This is an optimization exercise on Yosys and OpenROAD, whose aim is small area, a short achievable clock period and few clock cycles per item, not a production implementation.
Function was checked by simulation only, so behaviour that the tests miss may differ from the original.

// halftone_step
module halftone_step (
    input  wire        clk,
    input  wire        rst,
    input  wire        in_valid,
    output wire        in_ready,
    input  wire        in_mode,
    input  wire [15:0] in_v,
    input  wire [15:0] in_e_line,
    input  wire [15:0] in_e_held,
    input  wire [7:0]  in_th,
    input  wire        in_missing,
    input  wire [7:0]  in_md,
    input  wire [71:0] in_lv,
    input  wire [4:0]  in_wr,
    input  wire [4:0]  in_wdl,
    input  wire [4:0]  in_wdr,
    output reg         out_valid,
    input  wire        out_ready,
    output reg  [2:0]  out_level,
    output reg         out_sat,
    output reg  [15:0] out_right,
    output reg  [15:0] out_dleft,
    output reg  [15:0] out_dright,
    output reg  [15:0] out_down
);
Size in the first run: ~2800 cells after synthesis, about 290 flip-flops, roughly 230 I/O pins, roughly 0.026 mm2 of cells after synthesis.
export LEC_CHECK = 0
export ABC_AREA = 1
export CAP_MARGIN = 20
export CORE_MARGIN = 2
export CORE_UTILIZATION = 75
export CTS_BUF_LIST = sky130_fd_sc_hd__clkbuf_16
export CTS_CLUSTER_DIAMETER = 100
export CTS_CLUSTER_SIZE = 30
export SLEW_MARGIN = 20
create_clock -name core_clock -period 85.0 [get_ports {clk}]
standard.sh (not shown) runs the stock make flow with config.mk's settings and CLKGATE_MAP_FILE= SYNTH_SCRIPT=/design/flow/synth_recipe.tcl, a recipe that flattens the netlist after the stock synthesis.
==> flow/flow/run.sh <==
#!/bin/bash
# The standard layout (standard.sh, unchanged synthesis and steps), except that the
# port buffers that global placement inserts on every input and output are buf_1 cells
# rather than the default choice. make's full output goes to standard.log here.
set -euo pipefail
export BUFFER_PORTS_ARGS="-buffer_cell sky130_fd_sc_hd__buf_1"
bash standard.sh > standard.log 2>&1
Testbench counts at the start, summed over its fixed seeds: cycles 32,024, items 32,000.
Change:
--- a/flow/design.v
+++ b/flow/design.v
@@ -79,25 +79,24 @@
     wire [15:0] in_s  = in_v ^ in_em ^ in_hm;
     wire [15:0] in_c  = (in_v & in_em) | (in_v & in_hm) | (in_em & in_hm);
     wire        in_sx = in_em[15] ^ in_hm[15];
     wire        in_cx = in_em[15] & in_hm[15];
     reg        r_v;
     reg        r_mode, r_miss;
     reg [15:0] r_s, r_c;                        
     reg        r_sx, r_cx;
     reg [7:0]  r_th, r_md;
     reg [71:0] r_lv;
     reg [14:0] r_w;
     reg        m_v, k_v, o_v;
-    reg        o_e;                             
     reg        rdy;                             
     wire       r_load = !r_v || !k_v;           
     assign in_ready = rdy;
     always @(posedge clk) begin
         if (r_load) begin
             r_mode <= in_mode;
             r_miss <= in_missing;
             r_s    <= in_s;
             r_c    <= in_c;
             r_sx   <= in_sx;
             r_cx   <= in_cx;
             r_th   <= in_th;
@@ -180,25 +179,25 @@
     wire up = !no_up && t28;
     wire zero = r_mode && (r_miss || neg);
     wire [2:0] level = zero ? 3'd0 : top ? 3'd7 : L + {2'b00, up};
     wire [18:0] ef  = zero ? u : (top || up) ? e_hi : e_lo;
     wire sat_p = (ef[18:15] != 4'b0000) && (ef[18:15] != 4'b1111);
     wire sat   = r_mode && sat_p;
     wire [15:0] err = !r_mode ? 16'd0 :
                       sat_p   ? (ef[18] ? 16'h8000 : 16'h7fff) : ef[15:0];
     reg [34:0] q0, q1;
     reg        wp, rp;
     wire [34:0] x_m  = {r_w, level, sat, err};
     wire        r_move = r_v && !k_v;                  
-    wire        o_load = o_e || out_ready;             
+    wire        o_load = !o_v || out_ready;            
     wire        pop    = m_v && o_load;                
     always @(posedge clk) begin
         if (r_move && !wp) q0 <= x_m;
         if (r_move &&  wp) q1 <= x_m;
     end
     wire [34:0] hd = rp ? q1 : q0;
     wire [15:0] e  = hd[15:0];
     wire [4:0]  wr = hd[24:20], wdl = hd[29:25], wdr = hd[34:30];
     wire [17:0] e1 = {{2{e[15]}}, e}, e2 = {e[15], e, 1'b0};
     wire [19:0] e3_w = radd({{4{e[15]}}, e}, {{3{e[15]}}, e, 1'b0}, 1'b0);
     wire [17:0] e3 = e3_w[17:0];
     function automatic [19:0] mulw(input [4:0] w, input [17:0] x1, input [17:0] x2, input [17:0] x3);
@@ -230,29 +229,27 @@
             out_dright <= p_dr[19:4];
             out_down   <= dn;
         end
     end
     wire r_v_n = r_load ? (in_valid && rdy) : r_v;
     wire k_v_n = (k_v && !pop) || (r_move && m_v && !pop);
     always @(posedge clk) begin
         if (rst) begin
             r_v <= 1'b0;
             m_v <= 1'b0;
             k_v <= 1'b0;
             o_v <= 1'b0;
-            o_e <= 1'b1;
             rdy <= 1'b0;
             wp  <= 1'b0;
             rp  <= 1'b0;
         end else begin
             r_v <= r_v_n;
             m_v <= (m_v && !pop) || k_v || r_move;
             wp  <= wp ^ r_move;
             rp  <= rp ^ pop;
             k_v <= k_v_n;
             o_v <= pop || (o_v && !out_ready);
-            o_e <= !pop && (o_e || out_ready);
             rdy <= !r_v_n || !k_v_n;
         end
     end
     always @(*) out_valid = o_v;
 endmodule
Result:
- The new run ran to the end with no violations
- die area is higher by 0.58%
- first-iteration DRC count is lower by 12%
- global-route usage is higher by 0.35 points
- worst setup slack hardly moves
- worst hold slack gets better by 0.012 ns
- register-to-register slack gets better by 0.36 ns
- via count is about the same
- utilization is lower by 1.1 points
- synthesized area is higher by 0.59%
Testbench counts after the change, summed over its fixed seeds: cycles 32,024, items 32,000.

re-timing with driven ports:
The flow's constraints put no driver on any port. The routed layouts listed below were extracted and timed again, unchanged, in two steps. Step 1 (the two cells are an assumption about what drives the block):
set clk [get_ports {clk}]
set_driving_cell -lib_cell sky130_fd_sc_hd__clkbuf_16 $clk
set_driving_cell -lib_cell sky130_fd_sc_hd__buf_2 [delete_from_list [all_inputs] $clk]
Step 2 adds t to the input delays and takes it off the output delays; t is the mean of the earliest and latest rising clock arrival at the registers after step 1. Input paths then give back, and output paths get back, about the clock's delay inside the block. Slacks: ideal ports / drivers / drivers and shift; pairs: ideal ports / drivers.
| run | t, ns | slack for setup (ns) | latest minus earliest clock arrival (ns) |
|---|---|---|---|
| the first run | 0.589 | 66.843 / 66.786 / 66.462 | 0.044 / 0.044 |
| the second run | 0.583 | 66.843 / 66.788 / 66.539 | 0.034 / 0.034 |
After both steps setup and hold are still met in every run listed. For the first run, which loses most, drivers alone change the setup slack by -0.057 ns; drivers and shift together by -0.381 ns.
